From an optimization exercise on the open Yosys and OpenROAD flow, aimed at small area, a short achievable clock period and few clock cycles per item; shortcuts taken in it are not production practice. At most, simulation tests tie the RTL to the original design; equivalence was not proved. Function not checked in runs 2 and 3: the RTL went through the layout flow alone.

==> flow/design.v (outline; a module is shown in full before it is edited, if it fits) <==
// module st4_temporal: 4311 lines
module st4_temporal (
    input  wire        clk,
    input  wire        rst,
    input  wire        in_valid,
    output wire        in_ready,
    input  wire [19:0] in_c,         
    input  wire [23:0] in_hist,      
    input  wire [7:0]  in_tau,       
    input  wire        in_pad,       
    input  wire        in_restart,   
    input  wire        in_tnr,       
    input  wire        in_rtc,       
    input  wire        in_gap_k0,    
    input  wire [8:0]  in_amin,      
    input  wire [15:0] in_tlo,       
    input  wire [15:0] in_thi,       
    input  wire [11:0] in_kmax,      
    input  wire [17:0] in_rate,      
    output reg         out_valid,
    output reg  [19:0] out_z,        
    output reg  [23:0] out_hist,     
    output reg         out_sat,      
    output reg         out_clamp     
);
  // ...
==> flow/run.sh <==
#!/bin/bash
# synth_recipe.tcl (not shown) runs the flow's synth.tcl, then flattens the netlist and writes it again
# the make line also repeats each setting of config.mk as NAME=value (left out here)
make -C /OpenROAD-flow-scripts/flow DESIGN_CONFIG=/design/flow/config.mk WORK_HOME=/design/flow/orfs CLKGATE_MAP_FILE= SYNTH_SCRIPT=/design/flow/synth_recipe.tcl finish
==> flow/config.mk <==
export PLATFORM = sky130hd
export DESIGN_NAME = st4_temporal
export DESIGN_NICKNAME = st4_temporal
export VERILOG_FILES = /design/flow/design.v
export SDC_FILE = /design/flow/constraint.sdc
export NUM_CORES = 4
export LEC_CHECK = 0
export ABC_AREA = 1
export CAP_MARGIN = 30
export CORE_MARGIN = 2
export CORE_UTILIZATION = 55
export CTS_CLUSTER_DIAMETER = 200
export CTS_CLUSTER_SIZE = 25
export SLEW_MARGIN = 55
==> flow/constraint.sdc <==
create_clock -name core_clock -period 38.0 [get_ports {clk}]
set_input_delay 7.6000 -clock core_clock [delete_from_list [all_inputs] [get_ports {clk}]]
set_output_delay 7.6000 -clock core_clock [all_outputs]
set_load 0.01 [all_outputs]
==> impl_metrics.ini, run 1 <==
[critical_path]
required_ns = 30.40
rr_endpoint = out_z[0]
ff2ff_setup_slack_ns = 29.89
reg2reg_depth = 28
rr_startpoint = r6_k[3]

[layout]
dominant-cell-class = multi-input combinational cells
clkbuf_count = 37
flops_and_latches = 761
area_growth_pct = 7.397
nMultiInputCombCells = 3572
largest_reg_flops = 26
clock_area_share_pct = 1.736
stdcell_area_mm2 = 0.05450
final_cells = 6849

[grt]
met1_usage_pct = 35.70
grt-ovfl-total = 0

[place]
place_congestion = 0.8872
dpl.cell_count = 6808

[die]
rows = 111
die_w_um = 307.8

[detailed_routing]
dr.pass1.iters = 6
drt-initial-drc-count = 2484
routed.top_layer = met5

[logic_synthesis]
yosys.area_share.simple_pct = 10.26
ys_ff_latch = 761
synth_fa_ha_area_share_pct = 31.49
yosysSeqAreaShare_pct = 30.02

[cts]
clock_path_buffers = 3

[outcome]
outcome = finished clean
Testbench counts, summed over its fixed seeds: cycles 32,064, items 32,000.
==> run 2: changes to the inputs <==
--- a/flow/design.v
+++ b/flow/design.v
@@ -1742,101 +1742,76 @@
     wire s2aq_135 = s2aq_43 ^ s2aq_100;
     wire s2aq_136 = s2aq_45 ^ s2aq_112;
     wire s2aq_137 = s2aq_47 ^ s2aq_93;
     wire s2aq_138 = s2aq_49 ^ s2aq_113;
     wire s2aq_139 = s2aq_51 ^ s2aq_101;
     wire [25:0] s2_qp = {s2aq_139, s2aq_138, s2aq_137, s2aq_136, s2aq_135, s2aq_134, s2aq_133, s2aq_132, s2aq_131, s2aq_130, s2aq_129, s2aq_128, s2aq_127, s2aq_126, s2aq_125, s2aq_124, s2aq_123, s2aq_122, s2aq_121, s2aq_120, s2aq_119, s2aq_118, s2aq_117, s2aq_116, s2aq_115, s2aq_1};
     wire s2_qp_co = s2aq_114;
     wire [10:0] s2_q0 = s2_qp[25:15];
-    reg        r2_valid;
-    reg [19:0] r2_c;
-    reg [20:0] r2_dh;
-    reg [23:0] r2_x;
-    reg [15:0] r2_tn;        
-    reg [3:0]  r2_agen;
-    reg        r2_pad;
-    reg [17:0] r2_nlo;
-    reg [10:0] r2_q0;
-    reg [11:0] r2_kmax;
-    reg        r2_kon;
-    always @(posedge clk) begin
-        if (rst) r2_valid <= 1'b0;
-        else     r2_valid <= r1_valid;
-        r2_c     <= r1_c;
-        r2_dh    <= r1_dh;
-        r2_x     <= s2_x;
-        r2_tn    <= ~r1_tspan;
-        r2_agen  <= r1_agen;
-        r2_pad   <= r1_pad;
-        r2_nlo   <= r1_n[17:0];
-        r2_q0    <= s2_q0;
-        r2_kmax  <= r1_kmax;
-        r2_kon   <= r1_kon;
-    end
-    wire s3r_0 = r2_nlo[4] ^ ~r2_q0[4];
-    wire s3r_1 = r2_nlo[4] & ~r2_q0[4];
-    wire s3r_2 = r2_nlo[5] ^ ~r2_q0[5];
-    wire s3r_3 = r2_nlo[5] & ~r2_q0[5];
-    wire s3r_4 = r2_nlo[6] ^ ~r2_q0[6] ^ r2_q0[4];
-    wire s3r_5 = (r2_nlo[6] & ~r2_q0[6]) | (r2_nlo[6] & r2_q0[4]) | (~r2_q0[6] & r2_q0[4]);
-    wire s3r_6 = r2_nlo[7] ^ ~r2_q0[7] ^ r2_q0[5];
-    wire s3r_7 = (r2_nlo[7] & ~r2_q0[7]) | (r2_nlo[7] & r2_q0[5]) | (~r2_q0[7] & r2_q0[5]);
-    wire s3r_8 = r2_nlo[8] ^ ~r2_q0[8] ^ r2_q0[6];
-    wire s3r_9 = (r2_nlo[8] & ~r2_q0[8]) | (r2_nlo[8] & r2_q0[6]) | (~r2_q0[8] & r2_q0[6]);
-    wire s3r_10 = r2_q0[4] ^ ~r2_q0[2];
-    wire s3r_11 = r2_q0[4] & ~r2_q0[2];
-    wire s3r_12 = r2_nlo[9] ^ ~r2_q0[9] ^ r2_q0[7];
-    wire s3r_13 = (r2_nlo[9] & ~r2_q0[9]) | (r2_nlo[9] & r2_q0[7]) | (~r2_q0[9] & r2_q0[7]);
-    wire s3r_14 = r2_q0[5] ^ ~r2_q0[3] ^ ~r2_q0[1];
-    wire s3r_15 = (r2_q0[5] & ~r2_q0[3]) | (r2_q0[5] & ~r2_q0[1]) | (~r2_q0[3] & ~r2_q0[1]);
-    wire s3r_16 = r2_nlo[10] ^ ~r2_q0[10] ^ r2_q0[8];
-    wire s3r_17 = (r2_nlo[10] & ~r2_q0[10]) | (r2_nlo[10] & r2_q0[8]) | (~r2_q0[10] & r2_q0[8]);
-    wire s3r_18 = r2_q0[6] ^ ~r2_q0[4] ^ ~r2_q0[2];
-    wire s3r_19 = (r2_q0[6] & ~r2_q0[4]) | (r2_q0[6] & ~r2_q0[2]) | (~r2_q0[4] & ~r2_q0[2]);
-    wire s3r_20 = r2_nlo[11] ^ r2_q0[9] ^ r2_q0[7];
-    wire s3r_21 = (r2_nlo[11] & r2_q0[9]) | (r2_nlo[11] & r2_q0[7]) | (r2_q0[9] & r2_q0[7]);
-    wire s3r_22 = ~r2_q0[5] ^ ~r2_q0[3] ^ 1'b1;
-    wire s3r_23 = (~r2_q0[5] & ~r2_q0[3]) | (~r2_q0[5] & 1'b1) | (~r2_q0[3] & 1'b1);
-    wire s3r_24 = r2_nlo[12] ^ r2_q0[10] ^ r2_q0[8];
-    wire s3r_25 = (r2_nlo[12] & r2_q0[10]) | (r2_nlo[12] & r2_q0[8]) | (r2_q0[10] & r2_q0[8]);
-    wire s3r_26 = ~r2_q0[6] ^ ~r2_q0[4] ^ r2_q0[0];
-    wire s3r_27 = (~r2_q0[6] & ~r2_q0[4]) | (~r2_q0[6] & r2_q0[0]) | (~r2_q0[4] & r2_q0[0]);
-    wire s3r_28 = r2_nlo[13] ^ r2_q0[9] ^ ~r2_q0[7];
-    wire s3r_29 = (r2_nlo[13] & r2_q0[9]) | (r2_nlo[13] & ~r2_q0[7]) | (r2_q0[9] & ~r2_q0[7]);
-    wire s3r_30 = ~r2_q0[5] ^ r2_q0[1];
-    wire s3r_31 = ~r2_q0[5] & r2_q0[1];
-    wire s3r_32 = r2_nlo[14] ^ r2_q0[10] ^ ~r2_q0[8];
-    wire s3r_33 = (r2_nlo[14] & r2_q0[10]) | (r2_nlo[14] & ~r2_q0[8]) | (r2_q0[10] & ~r2_q0[8]);
-    wire s3r_34 = ~r2_q0[6] ^ r2_q0[2] ^ ~r2_q0[0];
-    wire s3r_35 = (~r2_q0[6] & r2_q0[2]) | (~r2_q0[6] & ~r2_q0[0]) | (r2_q0[2] & ~r2_q0[0]);
-    wire s3r_36 = r2_nlo[15] ^ ~r2_q0[9] ^ ~r2_q0[7];
-    wire s3r_37 = (r2_nlo[15] & ~r2_q0[9]) | (r2_nlo[15] & ~r2_q0[7]) | (~r2_q0[9] & ~r2_q0[7]);
-    wire s3r_38 = r2_q0[3] ^ ~r2_q0[1];
-    wire s3r_39 = r2_q0[3] & ~r2_q0[1];
-    wire s3r_40 = r2_nlo[16] ^ ~r2_q0[10] ^ ~r2_q0[8];
-    wire s3r_41 = (r2_nlo[16] & ~r2_q0[10]) | (r2_nlo[16] & ~r2_q0[8]) | (~r2_q0[10] & ~r2_q0[8]);
-    wire s3r_42 = r2_q0[4] ^ ~r2_q0[2] ^ ~r2_q0[0];
-    wire s3r_43 = (r2_q0[4] & ~r2_q0[2]) | (r2_q0[4] & ~r2_q0[0]) | (~r2_q0[2] & ~r2_q0[0]);
-    wire s3r_44 = r2_nlo[17] ^ ~r2_q0[9] ^ r2_q0[5];
-    wire s3r_45 = (r2_nlo[17] & ~r2_q0[9]) | (r2_nlo[17] & r2_q0[5]) | (~r2_q0[9] & r2_q0[5]);
-    wire s3r_46 = ~r2_q0[3] ^ ~r2_q0[1] ^ 1'b1;
-    wire s3r_47 = (~r2_q0[3] & ~r2_q0[1]) | (~r2_q0[3] & 1'b1) | (~r2_q0[1] & 1'b1);
-    wire s3r_48 = r2_nlo[2] ^ ~r2_q0[2];
-    wire s3r_49 = r2_nlo[2] & ~r2_q0[2];
-    wire s3r_50 = r2_nlo[3] ^ ~r2_q0[3];
-    wire s3r_51 = r2_nlo[3] & ~r2_q0[3];
-    wire s3r_52 = s3r_0 ^ r2_q0[2] ^ r2_q0[0];
-    wire s3r_53 = (s3r_0 & r2_q0[2]) | (s3r_0 & r2_q0[0]) | (r2_q0[2] & r2_q0[0]);
-    wire s3r_54 = s3r_1 ^ s3r_2 ^ r2_q0[3];
-    wire s3r_55 = (s3r_1 & s3r_2) | (s3r_1 & r2_q0[3]) | (s3r_2 & r2_q0[3]);
-    wire s3r_56 = s3r_3 ^ s3r_4 ^ r2_q0[2];
-    wire s3r_57 = (s3r_3 & s3r_4) | (s3r_3 & r2_q0[2]) | (s3r_4 & r2_q0[2]);
-    wire s3r_58 = s3r_5 ^ s3r_6 ^ r2_q0[3];
-    wire s3r_59 = (s3r_5 & s3r_6) | (s3r_5 & r2_q0[3]) | (s3r_6 & r2_q0[3]);
+    wire s3r_0 = r1_n[4] ^ ~s2_q0[4];
+    wire s3r_1 = r1_n[4] & ~s2_q0[4];
+    wire s3r_2 = r1_n[5] ^ ~s2_q0[5];
+    wire s3r_3 = r1_n[5] & ~s2_q0[5];
+    wire s3r_4 = r1_n[6] ^ ~s2_q0[6] ^ s2_q0[4];
+    wire s3r_5 = (r1_n[6] & ~s2_q0[6]) | (r1_n[6] & s2_q0[4]) | (~s2_q0[6] & s2_q0[4]);
+    wire s3r_6 = r1_n[7] ^ ~s2_q0[7] ^ s2_q0[5];
+    wire s3r_7 = (r1_n[7] & ~s2_q0[7]) | (r1_n[7] & s2_q0[5]) | (~s2_q0[7] & s2_q0[5]);
+    wire s3r_8 = r1_n[8] ^ ~s2_q0[8] ^ s2_q0[6];
+    wire s3r_9 = (r1_n[8] & ~s2_q0[8]) | (r1_n[8] & s2_q0[6]) | (~s2_q0[8] & s2_q0[6]);
+    wire s3r_10 = s2_q0[4] ^ ~s2_q0[2];
+    wire s3r_11 = s2_q0[4] & ~s2_q0[2];
+    wire s3r_12 = r1_n[9] ^ ~s2_q0[9] ^ s2_q0[7];
+    wire s3r_13 = (r1_n[9] & ~s2_q0[9]) | (r1_n[9] & s2_q0[7]) | (~s2_q0[9] & s2_q0[7]);
+    wire s3r_14 = s2_q0[5] ^ ~s2_q0[3] ^ ~s2_q0[1];
+    wire s3r_15 = (s2_q0[5] & ~s2_q0[3]) | (s2_q0[5] & ~s2_q0[1]) | (~s2_q0[3] & ~s2_q0[1]);
+    wire s3r_16 = r1_n[10] ^ ~s2_q0[10] ^ s2_q0[8];
+    wire s3r_17 = (r1_n[10] & ~s2_q0[10]) | (r1_n[10] & s2_q0[8]) | (~s2_q0[10] & s2_q0[8]);
+    wire s3r_18 = s2_q0[6] ^ ~s2_q0[4] ^ ~s2_q0[2];
+    wire s3r_19 = (s2_q0[6] & ~s2_q0[4]) | (s2_q0[6] & ~s2_q0[2]) | (~s2_q0[4] & ~s2_q0[2]);
+    wire s3r_20 = r1_n[11] ^ s2_q0[9] ^ s2_q0[7];
+    wire s3r_21 = (r1_n[11] & s2_q0[9]) | (r1_n[11] & s2_q0[7]) | (s2_q0[9] & s2_q0[7]);
+    wire s3r_22 = ~s2_q0[5] ^ ~s2_q0[3] ^ 1'b1;
+    wire s3r_23 = (~s2_q0[5] & ~s2_q0[3]) | (~s2_q0[5] & 1'b1) | (~s2_q0[3] & 1'b1);
+    wire s3r_24 = r1_n[12] ^ s2_q0[10] ^ s2_q0[8];
+    wire s3r_25 = (r1_n[12] & s2_q0[10]) | (r1_n[12] & s2_q0[8]) | (s2_q0[10] & s2_q0[8]);
+    wire s3r_26 = ~s2_q0[6] ^ ~s2_q0[4] ^ s2_q0[0];
+    wire s3r_27 = (~s2_q0[6] & ~s2_q0[4]) | (~s2_q0[6] & s2_q0[0]) | (~s2_q0[4] & s2_q0[0]);
+    wire s3r_28 = r1_n[13] ^ s2_q0[9] ^ ~s2_q0[7];
+    wire s3r_29 = (r1_n[13] & s2_q0[9]) | (r1_n[13] & ~s2_q0[7]) | (s2_q0[9] & ~s2_q0[7]);
+    wire s3r_30 = ~s2_q0[5] ^ s2_q0[1];
+    wire s3r_31 = ~s2_q0[5] & s2_q0[1];
+    wire s3r_32 = r1_n[14] ^ s2_q0[10] ^ ~s2_q0[8];
+    wire s3r_33 = (r1_n[14] & s2_q0[10]) | (r1_n[14] & ~s2_q0[8]) | (s2_q0[10] & ~s2_q0[8]);
+    wire s3r_34 = ~s2_q0[6] ^ s2_q0[2] ^ ~s2_q0[0];
+    wire s3r_35 = (~s2_q0[6] & s2_q0[2]) | (~s2_q0[6] & ~s2_q0[0]) | (s2_q0[2] & ~s2_q0[0]);
+    wire s3r_36 = r1_n[15] ^ ~s2_q0[9] ^ ~s2_q0[7];
+    wire s3r_37 = (r1_n[15] & ~s2_q0[9]) | (r1_n[15] & ~s2_q0[7]) | (~s2_q0[9] & ~s2_q0[7]);
+    wire s3r_38 = s2_q0[3] ^ ~s2_q0[1];
+    wire s3r_39 = s2_q0[3] & ~s2_q0[1];
+    wire s3r_40 = r1_n[16] ^ ~s2_q0[10] ^ ~s2_q0[8];
+    wire s3r_41 = (r1_n[16] & ~s2_q0[10]) | (r1_n[16] & ~s2_q0[8]) | (~s2_q0[10] & ~s2_q0[8]);
+    wire s3r_42 = s2_q0[4] ^ ~s2_q0[2] ^ ~s2_q0[0];
+    wire s3r_43 = (s2_q0[4] & ~s2_q0[2]) | (s2_q0[4] & ~s2_q0[0]) | (~s2_q0[2] & ~s2_q0[0]);
+    wire s3r_44 = r1_n[17] ^ ~s2_q0[9] ^ s2_q0[5];
+    wire s3r_45 = (r1_n[17] & ~s2_q0[9]) | (r1_n[17] & s2_q0[5]) | (~s2_q0[9] & s2_q0[5]);
+    wire s3r_46 = ~s2_q0[3] ^ ~s2_q0[1] ^ 1'b1;
+    wire s3r_47 = (~s2_q0[3] & ~s2_q0[1]) | (~s2_q0[3] & 1'b1) | (~s2_q0[1] & 1'b1);
+    wire s3r_48 = r1_n[2] ^ ~s2_q0[2];
+    wire s3r_49 = r1_n[2] & ~s2_q0[2];
+    wire s3r_50 = r1_n[3] ^ ~s2_q0[3];
+    wire s3r_51 = r1_n[3] & ~s2_q0[3];
+    wire s3r_52 = s3r_0 ^ s2_q0[2] ^ s2_q0[0];
+    wire s3r_53 = (s3r_0 & s2_q0[2]) | (s3r_0 & s2_q0[0]) | (s2_q0[2] & s2_q0[0]);
+    wire s3r_54 = s3r_1 ^ s3r_2 ^ s2_q0[3];
+    wire s3r_55 = (s3r_1 & s3r_2) | (s3r_1 & s2_q0[3]) | (s3r_2 & s2_q0[3]);
+    wire s3r_56 = s3r_3 ^ s3r_4 ^ s2_q0[2];
+    wire s3r_57 = (s3r_3 & s3r_4) | (s3r_3 & s2_q0[2]) | (s3r_4 & s2_q0[2]);
+    wire s3r_58 = s3r_5 ^ s3r_6 ^ s2_q0[3];
+    wire s3r_59 = (s3r_5 & s3r_6) | (s3r_5 & s2_q0[3]) | (s3r_6 & s2_q0[3]);
     wire s3r_60 = s3r_7 ^ s3r_8 ^ s3r_10;
     wire s3r_61 = (s3r_7 & s3r_8) | (s3r_7 & s3r_10) | (s3r_8 & s3r_10);
     wire s3r_62 = s3r_9 ^ s3r_11 ^ s3r_12;
     wire s3r_63 = (s3r_9 & s3r_11) | (s3r_9 & s3r_12) | (s3r_11 & s3r_12);
     wire s3r_64 = s3r_13 ^ s3r_15 ^ s3r_16;
     wire s3r_65 = (s3r_13 & s3r_15) | (s3r_13 & s3r_16) | (s3r_15 & s3r_16);
     wire s3r_66 = s3r_17 ^ s3r_19 ^ s3r_20;
     wire s3r_67 = (s3r_17 & s3r_19) | (s3r_17 & s3r_20) | (s3r_19 & s3r_20);
@@ -1847,30 +1822,30 @@
     wire s3r_72 = s3r_29 ^ s3r_31 ^ s3r_32;
     wire s3r_73 = (s3r_29 & s3r_31) | (s3r_29 & s3r_32) | (s3r_31 & s3r_32);
     wire s3r_74 = s3r_33 ^ s3r_35 ^ s3r_36;
     wire s3r_75 = (s3r_33 & s3r_35) | (s3r_33 & s3r_36) | (s3r_35 & s3r_36);
     wire s3r_76 = s3r_37 ^ s3r_39 ^ s3r_40;
     wire s3r_77 = (s3r_37 & s3r_39) | (s3r_37 & s3r_40) | (s3r_39 & s3r_40);
     wire s3r_78 = s3r_41 ^ s3r_43 ^ s3r_44;
     wire s3r_79 = (s3r_41 & s3r_43) | (s3r_41 & s3r_44) | (s3r_43 & s3r_44);
-    wire s3r_80 = s3r_48 ^ r2_q0[0];
-    wire s3r_81 = s3r_48 & r2_q0[0];
-    wire s3r_82 = s3r_49 ^ s3r_50 ^ r2_q0[1];
-    wire s3r_83 = (s3r_49 & s3r_50) | (s3r_49 & r2_q0[1]) | (s3r_50 & r2_q0[1]);
+    wire s3r_80 = s3r_48 ^ s2_q0[0];
+    wire s3r_81 = s3r_48 & s2_q0[0];
+    wire s3r_82 = s3r_49 ^ s3r_50 ^ s2_q0[1];
+    wire s3r_83 = (s3r_49 & s3r_50) | (s3r_49 & s2_q0[1]) | (s3r_50 & s2_q0[1]);
     wire s3r_84 = s3r_51 ^ s3r_52 ^ 1'b1;
     wire s3r_85 = (s3r_51 & s3r_52) | (s3r_51 & 1'b1) | (s3r_52 & 1'b1);
-    wire s3r_86 = s3r_53 ^ s3r_54 ^ r2_q0[1];
-    wire s3r_87 = (s3r_53 & s3r_54) | (s3r_53 & r2_q0[1]) | (s3r_54 & r2_q0[1]);
-    wire s3r_88 = s3r_55 ^ s3r_56 ^ ~r2_q0[0];
-    wire s3r_89 = (s3r_55 & s3r_56) | (s3r_55 & ~r2_q0[0]) | (s3r_56 & ~r2_q0[0]);
-    wire s3r_90 = s3r_57 ^ s3r_58 ^ ~r2_q0[1];
-    wire s3r_91 = (s3r_57 & s3r_58) | (s3r_57 & ~r2_q0[1]) | (s3r_58 & ~r2_q0[1]);
-    wire s3r_92 = s3r_59 ^ s3r_60 ^ ~r2_q0[0];
-    wire s3r_93 = (s3r_59 & s3r_60) | (s3r_59 & ~r2_q0[0]) | (s3r_60 & ~r2_q0[0]);
+    wire s3r_86 = s3r_53 ^ s3r_54 ^ s2_q0[1];
+    wire s3r_87 = (s3r_53 & s3r_54) | (s3r_53 & s2_q0[1]) | (s3r_54 & s2_q0[1]);
+    wire s3r_88 = s3r_55 ^ s3r_56 ^ ~s2_q0[0];
+    wire s3r_89 = (s3r_55 & s3r_56) | (s3r_55 & ~s2_q0[0]) | (s3r_56 & ~s2_q0[0]);
+    wire s3r_90 = s3r_57 ^ s3r_58 ^ ~s2_q0[1];
+    wire s3r_91 = (s3r_57 & s3r_58) | (s3r_57 & ~s2_q0[1]) | (s3r_58 & ~s2_q0[1]);
+    wire s3r_92 = s3r_59 ^ s3r_60 ^ ~s2_q0[0];
+    wire s3r_93 = (s3r_59 & s3r_60) | (s3r_59 & ~s2_q0[0]) | (s3r_60 & ~s2_q0[0]);
     wire s3r_94 = s3r_61 ^ s3r_62 ^ s3r_14;
     wire s3r_95 = (s3r_61 & s3r_62) | (s3r_61 & s3r_14) | (s3r_62 & s3r_14);
     wire s3r_96 = s3r_63 ^ s3r_64 ^ s3r_18;
     wire s3r_97 = (s3r_63 & s3r_64) | (s3r_63 & s3r_18) | (s3r_64 & s3r_18);
     wire s3r_98 = s3r_65 ^ s3r_66 ^ s3r_22;
     wire s3r_99 = (s3r_65 & s3r_66) | (s3r_65 & s3r_22) | (s3r_66 & s3r_22);
     wire s3r_100 = s3r_67 ^ s3r_68 ^ s3r_26;
     wire s3r_101 = (s3r_67 & s3r_68) | (s3r_67 & s3r_26) | (s3r_68 & s3r_26);
@@ -1879,18 +1854,18 @@
     wire s3r_104 = s3r_71 ^ s3r_72 ^ s3r_34;
     wire s3r_105 = (s3r_71 & s3r_72) | (s3r_71 & s3r_34) | (s3r_72 & s3r_34);
     wire s3r_106 = s3r_73 ^ s3r_74 ^ s3r_38;
     wire s3r_107 = (s3r_73 & s3r_74) | (s3r_73 & s3r_38) | (s3r_74 & s3r_38);
     wire s3r_108 = s3r_75 ^ s3r_76 ^ s3r_42;
     wire s3r_109 = (s3r_75 & s3r_76) | (s3r_75 & s3r_42) | (s3r_76 & s3r_42);
     wire s3r_110 = s3r_77 ^ s3r_78 ^ s3r_46;
     wire s3r_111 = (s3r_77 & s3r_78) | (s3r_77 & s3r_46) | (s3r_78 & s3r_46);
-    wire [17:0] s3_ra = {s3r_109, s3r_107, s3r_105, s3r_103, s3r_101, s3r_99, s3r_97, s3r_95, s3r_93, s3r_91, s3r_89, s3r_87, s3r_85, s3r_83, s3r_81, s3r_80, r2_nlo[1], r2_nlo[0]};
-    wire [17:0] s3_rb = {s3r_110, s3r_108, s3r_106, s3r_104, s3r_102, s3r_100, s3r_98, s3r_96, s3r_94, s3r_92, s3r_90, s3r_88, s3r_86, s3r_84, s3r_82, 1'b1, ~r2_q0[1], ~r2_q0[0]};
+    wire [17:0] s3_ra = {s3r_109, s3r_107, s3r_105, s3r_103, s3r_101, s3r_99, s3r_97, s3r_95, s3r_93, s3r_91, s3r_89, s3r_87, s3r_85, s3r_83, s3r_81, s3r_80, r1_n[1], r1_n[0]};
+    wire [17:0] s3_rb = {s3r_110, s3r_108, s3r_106, s3r_104, s3r_102, s3r_100, s3r_98, s3r_96, s3r_94, s3r_92, s3r_90, s3r_88, s3r_86, s3r_84, s3r_82, 1'b1, ~s2_q0[1], ~s2_q0[0]};
     wire s3ar_0 = s3_ra[0] & s3_rb[0];
     wire s3ar_1 = s3_ra[0] ^ s3_rb[0];
     wire s3ar_2 = s3_ra[1] & s3_rb[1];
     wire s3ar_3 = s3_ra[1] ^ s3_rb[1];
     wire s3ar_4 = s3_ra[2] & s3_rb[2];
     wire s3ar_5 = s3_ra[2] ^ s3_rb[2];
     wire s3ar_6 = s3_ra[3] & s3_rb[3];
     wire s3ar_7 = s3_ra[3] ^ s3_rb[3];
@@ -1978,21 +1953,43 @@
     wire s3ar_89 = s3ar_27 ^ s3ar_66;
     wire s3ar_90 = s3ar_29 ^ s3ar_74;
     wire s3ar_91 = s3ar_31 ^ s3ar_62;
     wire s3ar_92 = s3ar_33 ^ s3ar_75;
     wire s3ar_93 = s3ar_35 ^ s3ar_67;
     wire [17:0] s3_r = {s3ar_93, s3ar_92, s3ar_91, s3ar_90, s3ar_89, s3ar_88, s3ar_87, s3ar_86, s3ar_85, s3ar_84, s3ar_83, s3ar_82, s3ar_81, s3ar_80, s3ar_79, s3ar_78, s3ar_77, s3ar_1};
     wire s3_r_co = s3ar_76;
     wire        s3_inc  = ~s3_r[17];
-    wire [10:0] s3_ku   = r2_q0 + {10'd0, s3_inc};
-    wire        s3_gt0  = {1'b0, r2_q0} > r2_kmax;
-    wire        s3_ge0  = {1'b0, r2_q0} >= r2_kmax;
+    wire [10:0] s3_q1   = s2_q0 + 11'd1;
+    wire [10:0] s3_ku   = s3_inc ? s3_q1 : s2_q0;
+    wire        s3_gt0  = {1'b0, s2_q0} > r1_kmax;
+    wire        s3_ge0  = {1'b0, s2_q0} >= r1_kmax;
     wire        s3_clamp = s3_inc ? s3_ge0 : s3_gt0;
-    wire [10:0] s3_k    = !r2_kon ? 11'd0 : s3_clamp ? r2_kmax[10:0] : s3_ku;
+    wire [10:0] s3_k    = !r1_kon ? 11'd0 : s3_clamp ? r1_kmax[10:0] : s3_ku;
+    reg        r2_valid;
+    reg [19:0] r2_c;
+    reg [20:0] r2_dh;
+    reg [23:0] r2_x;
+    reg [15:0] r2_tn;        
+    reg [3:0]  r2_agen;
+    reg        r2_pad;
+    reg [10:0] r2_k;
+    reg        r2_clamp;
+    always @(posedge clk) begin
+        if (rst) r2_valid <= 1'b0;
+        else     r2_valid <= r1_valid;
+        r2_c     <= r1_c;
+        r2_dh    <= r1_dh;
+        r2_x     <= s2_x;
+        r2_tn    <= ~r1_tspan;
+        r2_agen  <= r1_agen;
+        r2_pad   <= r1_pad;
+        r2_k     <= s3_k;
+        r2_clamp <= s3_clamp;
+    end
     wire sd0s7_0 = r2_x[7] & r2_tn[0];
     wire sd0s7_1 = r2_x[7] ^ r2_tn[0];
     wire sd0s7_2 = r2_x[8] & r2_tn[1];
     wire sd0s7_3 = r2_x[8] ^ r2_tn[1];
     wire sd0s7_4 = r2_x[9] & r2_tn[2];
     wire sd0s7_5 = r2_x[9] ^ r2_tn[2];
     wire sd0s7_6 = r2_x[10] & r2_tn[3];
     wire sd0s7_7 = r2_x[10] ^ r2_tn[3];
@@ -2298,18 +2295,18 @@
     always @(posedge clk) begin
         if (rst) r3_valid <= 1'b0;
         else     r3_valid <= r2_valid;
         r3_c     <= r2_c;
         r3_dh    <= r2_dh;
         r3_x     <= sd0_x[20:0];
         r3_tn    <= r2_tn;
         r3_q     <= sd0_q;
-        r3_k     <= s3_k;
-        r3_clamp <= s3_clamp;
+        r3_k     <= r2_k;
+        r3_clamp <= r2_clamp;
         r3_agen  <= r2_agen;
         r3_pad   <= r2_pad;
     end
     wire sd1s4_0 = r3_x[4] & r3_tn[0];
     wire sd1s4_1 = r3_x[4] ^ r3_tn[0];
     wire sd1s4_2 = r3_x[5] & r3_tn[1];
     wire sd1s4_3 = r3_x[5] ^ r3_tn[1];
     wire sd1s4_4 = r3_x[6] & r3_tn[2];
==> flow/config.mk (replaced) <==
export PLATFORM = sky130hd
export DESIGN_NAME = st4_temporal
export DESIGN_NICKNAME = st4_temporal
export VERILOG_FILES = /design/flow/design.v
export SDC_FILE = /design/flow/constraint.sdc
export NUM_CORES = 4
export LEC_CHECK = 0
export ABC_AREA = 1
export CAP_MARGIN = 30
export CORE_MARGIN = 2
export CORE_UTILIZATION = 55
export SLEW_MARGIN = 55
==> run 2 against run 1 <==
- non-clock buffer count rose by 2
- routed wire length rose by 3.0%
- critical path depth did not move
- register-to-register slack worse by 0.17 ns
- hold slack worse by 0.0076 ns
- clock skew fell by 0.010 ns
- via count increased by 2.9%
- area after synthesis shrank 0.43%
- critical path type unchanged
==> impl_metrics.ini, run 2 <==
[outcome]
outcome = finished clean

[critical_path]
cp_slowest_cell = clkdlybuf4s50_1
ff2ff_setup_slack_ns = 29.72
setup.worst_path.start_class = flip-flop
crit_buf_inv = 1
end_kind = output port
crit_family = buffers and inverters
crit_path_cell_trace = clkdlybuf4s50_1
required_ns = 30.40
critPathKind = flip-flop to output port
slowest_delay_ns = 0.55
critPathMaxFanout = 1
cp.arrival_ns = 1.56

[timing]
skew_ns = 0.02960
final_hold_viol_count = 0
fin_crit_ns = 9.161
slew_headroom_pct = 52.66
fin_crit_sh_pct = 24.11
setup_tns_ns = 0
max_freq_mhz = 109.2
worst_pin_slew_ns = 0.7027
rsz0062_at_grt = no
drv_slew = 0
setup_viol = 0

[logic_synthesis]
syn_area_mm2 = 0.05053
synth_top_cells_by_count = inv_1, nand2_1, dfxtp_1
yosysWarningCount = 1
avgSynthCellArea_um2 = 8.976
synth_nets = 6743
synthFlopType = dfxtp_1
yosysSeqAreaShare_pct = 29.00
yosysMostFrequentCell = inv_1
synth.top_cells.by_area = dfxtp_1, fa_1, ha_1
synth_top_cell_area_share_pct = 29.00
synth-edff-count = 0
syn_inst = 5629
ys_ff_latch = 732
ys_types = 62
async_flop_share_pct = 0
yosysTopAreaCell = dfxtp_1

[die]
start_util_pct = 55.29
io_pins = 179
die-area_mm2 = 0.09431
coreArea_mm2 = 0.09139
die_w_um = 307.1
rows = 111
die_h_um = 307.1

[run]
drv_cap = 0

[grt]
antenna_found_initial = 0
grt-ovfl-total = 0
grt_max_degree = 67
grt_first_pass_wirelength_mm = 192.6
track_usage_pct = 25.47
grt_pass1_vias = 36370

[cts]
holdBufCountCts = 0
clkTransAtPathRegs_ns = 0.06
cts_tree = built
cts_setup_buffers = 0
htree_num_levels = 3
clkSinkCount = 732
cts_resized = 0
insertion_delay_ns = 0.67
clock_path_buffers = 3
cts_buffers = 79
clockRootBuffer = clkbuf_16

[layout]
top_regs = r1_n (26), out_hist (24), r2_x (24)
seqCellArea_mm2 = 0.01466
largest_reg_flops = 26
multiInputGateArea_mm2 = 0.03114
layout.cells.most_common_list = inv_1, nand2_1, dfxtp_1, ha_1, fa_1
final_cells = 6992
area_growth_pct = 11.29
final_common_cell = inv_1
postLayoutCoreUtil_pct = 61.54
fin_nets = 6858
regMostFlops = r1_n
fillers = 8106
insertedDiodeCount = 0
drive_gt1_share_pct = 4.874

[detailed_routing]
dr.pass1.iters = 6
drt_wl_total_mm = 116.9
vias_per_cell = 5.227
vias = 36550
detail_route.wl_per_cell_um = 16.72
ant_nets = 0
drt-initial-drc-count = 2227
drc_errors = 0

[place]
dpl.cell_count = 6849
dp_hpwl_mm = 92.64
place_congestion = 0.8691
portBuffers = 177

[min_path]
hold_path_class = flip-flop to flip-flop
run 2: layout make-up:
type | count | share of cell area (%)
Multi-Input combinational cell | 3641 | 55.38
Inverter | 1086 | 7.253
Tap cell | 1186 | 2.639
Clock buffer | 103 | 3.892
Timing Repair Buffer | 204 | 3.502
Sequential cell | 732 | 26.07
Clock inverter | 40 | 1.268
run 2: metal layers:
layer  global-route usage, %  vias to the layer above  routed length (um)
li1                        -                    18160                   -
met1                   34.48                    17350               53360
met2                   42.24                      853               54220
met3                   3.542                      179                5455
met4                   8.077                        0                3869
met5                       0                        -                   0
run 2: logic make-up (layout without fill, tap and decap cells):
kind of cell | after synthesis | in the layout | synth area share [%]
and+or+nand+nor | 1276 | 1276 | 10.89
adders and majority gates | 985 | 985 | 31.41
muxes | 1 | 1 | 0.01981
buffers and inverters | 1256 | 1433 | 9.585
xor gates and xnor gates | 500 | 500 | 8.682
other | 1 | 1 | 0.007422
AOI/OAI and AO/OA | 878 | 878 | 10.41
DFF | 732 | 732 | 29.00
run 2: through the flow:
| step | setup WS (ns) | hold slack [ns] | instance area, um^2 |
|---|---|---|---|
| floorplan | 29.27 | 0.3096 | 50530 |
| global placement | 28.07 | 0.3098 | 53220 |
| detailed placement | 28.74 | 0.3121 | 53320 |
| CTS | 28.77 | 0.3002 | 56220 |
| global route | 28.77 | 0.3084 | 56230 |
| finish | 28.84 | 0.2995 | 56230 |
run 2: worst reg2reg max path: cells and delay by family (launching register included):
family	cells	cell delay (ns)
AO/OA/AOI/OAI	7	1.02
adder cells (fa/ha/maj)	8	3.50
buffers and inverters	7	0.83
flip-flops	1	0.52
AND/OR/NAND/NOR	16	2.32
run 2: path summary, 6_finish.rpt:
check	cells past startpoint	from	end
setup reg to reg	38	r1_n[24]	r2_k[8]
setup / recovery	1	out_z[16]	out_z[16]
hold / removal	0	r1_c[14]	r2_c[14]
hold reg to reg	0	r1_c[14]	r2_c[14]
==> run 3: changes to the inputs <==
--- a/flow/config.mk
+++ b/flow/config.mk
@@ -10,3 +10,5 @@
 export CORE_MARGIN = 2
 export CORE_UTILIZATION = 55
+export CTS_CLUSTER_DIAMETER = 200
+export CTS_CLUSTER_SIZE = 25
 export SLEW_MARGIN = 55
==> run 3 against run 2 <==
- final cell count decreased by 1.5%
- critical path depth unchanged
- register-to-register slack is essentially flat
- global-route usage fell by 0.41 points
- routed wire length fell by 1.2%
- sequential cell count stayed put
- worst setup slack better by 0.049 ns
- first-iteration DRC count fell by 4.5%
- non-clock buffer count did not move
- area after synthesis unchanged
- sequential share of layout area up 0.94 points
==> impl_metrics.ini, run 3 <==
[timing]
skew_ns = 0.02357
max_freq_mhz = 109.7
fin_crit_sh_pct = 23.98
drv_slew = 0
fin_crit_ns = 9.112
setup_viol = 0
setup_tns_ns = 0
rsz0062_at_grt = no
worst_pin_slew_ns = 0.7750
setup_ws_ns = 28.89
final_hold_viol_count = 0
whs_ns = 0.3104
slew_headroom_pct = 47.79

[detailed_routing]
drc_errors = 0
dr.pass1.iters = 6
ant_nets = 0
vias = 36100
vias_per_cell = 5.241
drt_wl_total_mm = 115.5
drt-initial-drc-count = 2126
detail_route.wl_per_cell_um = 16.77

[grt]
track_usage_pct = 25.06
grt_max_degree = 67
grt_first_pass_wirelength_mm = 190.1
antenna_found_initial = 0
grt-ovfl-total = 0
grt_pass1_vias = 35780

[logic_synthesis]
synth_top_cell_area_share_pct = 29.00
yosysSeqAreaShare_pct = 29.00
avgSynthCellArea_um2 = 8.976
synth-edff-count = 0
synth_nets = 6743
yosysTopAreaCell = dfxtp_1
async_flop_share_pct = 0
yosysMostFrequentCell = inv_1
ys_ff_latch = 732
synth.top_cells.by_area = dfxtp_1, fa_1, ha_1
yosysWarningCount = 1
ys_types = 62
syn_area_mm2 = 0.05053
synth_top_cells_by_count = inv_1, nand2_1, dfxtp_1
synthFlopType = dfxtp_1
syn_inst = 5629

[layout]
top_regs = r1_n (26), out_hist (24), r2_x (24)
area_growth_pct = 7.431
stdcell_area_mm2 = 0.05428
layout.cells.most_common_list = inv_1, nand2_1, dfxtp_1, ha_1, fa_1
drive_gt1_share_pct = 3.367
regMostFlops = r1_n
final_common_cell = inv_1
postLayoutCoreUtil_pct = 59.40
insertedDiodeCount = 0
fin_nets = 6814
largest_reg_flops = 26

[critical_path]
cp.arrival_ns = 1.51
rr_startpoint = r1_n[24]
critPathKind = flip-flop to output port
crit_family = buffers and inverters
crit_path_cell_trace = clkdlybuf4s50_1
crit_buf_inv = 1
setup.worst_path.start_class = flip-flop
critPathMaxFanout = 1
required_ns = 30.40
cp_slowest_cell = clkdlybuf4s50_1
end_kind = output port
slowest_delay_ns = 0.55
crit_start = out_z[18]
ff2ff_setup_slack_ns = 29.71

[cts]
clkSinkCount = 732
clockRootBuffer = clkbuf_16
insertion_delay_ns = 0.62
holdBufCountCts = 0
cts_tree = built
cts_buffers = 35
clock_path_buffers = 3
cts_setup_buffers = 0
htree_num_levels = 2
cts_resized = 0
clkTransAtPathRegs_ns = 0.11

[die]
start_util_pct = 55.29
die_w_um = 307.1
rows = 111
die-area_mm2 = 0.09431
die_h_um = 307.1
coreArea_mm2 = 0.09139
io_pins = 179

[place]
dp_hpwl_mm = 92.64
placed_area_mm2 = 0.05332
place_congestion = 0.8691
dp_slack_ns = 28.74
portBuffers = 177

[min_path]
hold_path_class = flip-flop to flip-flop
hold_start = r4_dh[20]

[run]
drv_cap = 0

[outcome]
outcome = finished clean
[run 3: cell counts after synthesis]
No cell type changed its count.
[run 3: cells by family (layout without fill, tap and decap cells)]
group                    after synthesis  in the layout  share of synthesized area [%]
AND/OR/NAND/NOR                     1276           1276                          10.89
buffers and inverters               1256           1329                          9.585
adder cells (fa/ha/maj)              985            985                          31.41
AO/OA/AOI/OAI                        878            878                          10.41
flip-flops                           732            732                          29.00
XOR/XNOR                             500            500                          8.682
other                                  1              1                       0.007422
multiplexers                           1              1                        0.01981
[run 3: path summary, 6_finish.rpt]
check,to,cells past startpoint
max,out_z[18],1
max reg2reg,r2_k[9],38
min reg2reg,r5_dh[20],0
min,r5_dh[20],0
[run 3: per-stage QoR]
stage | instances
after global routing | 6888
after global placement | 6848
after floorplan | 5629
after detailed placement | 6849
final | 6888
after CTS | 6888
[run 3: cell type report]
class / instances / area, um^2
Sequential cell: 732 / 14660
Timing Repair Buffer: 204 / 1969
Tap cell: 1186 / 1484
Fill cell: 8270 / 37100
Multi-Input combinational cell: 3641 / 31140
Clock buffer: 35 / 875.8
Inverter: 1086 / 4079
Clock inverter: 4 / 75.07
[run 3: per-layer routing]
metal	vias to the layer above	global-route usage [%]	wire length (um)
met5	-	0	0
met4	0	6.784	3365
met3	152	2.791	5131
met2	780	42.10	53650
met1	17160	34.38	53350
li1	18010	-	-

[separate check: timing with driven ports]
In the flow no input, the clock included, has a driving cell. The finished layouts below were timed again as built, in two steps. Step 1, drivers: a clkbuf_16 drives clk and a buf_2 each remaining input, both assumed. Step 2 moves the port delays by t, midway between the first and last clock arrival at a register: inputs arrive t later, outputs are due t later. That takes back most of the time a late clock gives input paths. Slacks: ideal / step 1 / step 2; pairs: ideal / step 1.
run | t (ns) | slack for setup (ns) | worst slew at a driven data input, ns
run 1 | 0.655 | 28.932 / 28.865 / 28.773 | 0.07
run 2 | 0.718 | 28.839 / 28.773 / 28.716 | 0.09
run 3 | 0.669 | 28.888 / 28.823 / 28.715 | 0.09
After both steps every run listed still meets setup and hold. The setup slack of run 3, which loses most, moves by -0.065 ns with the drivers and by -0.173 ns with both steps.
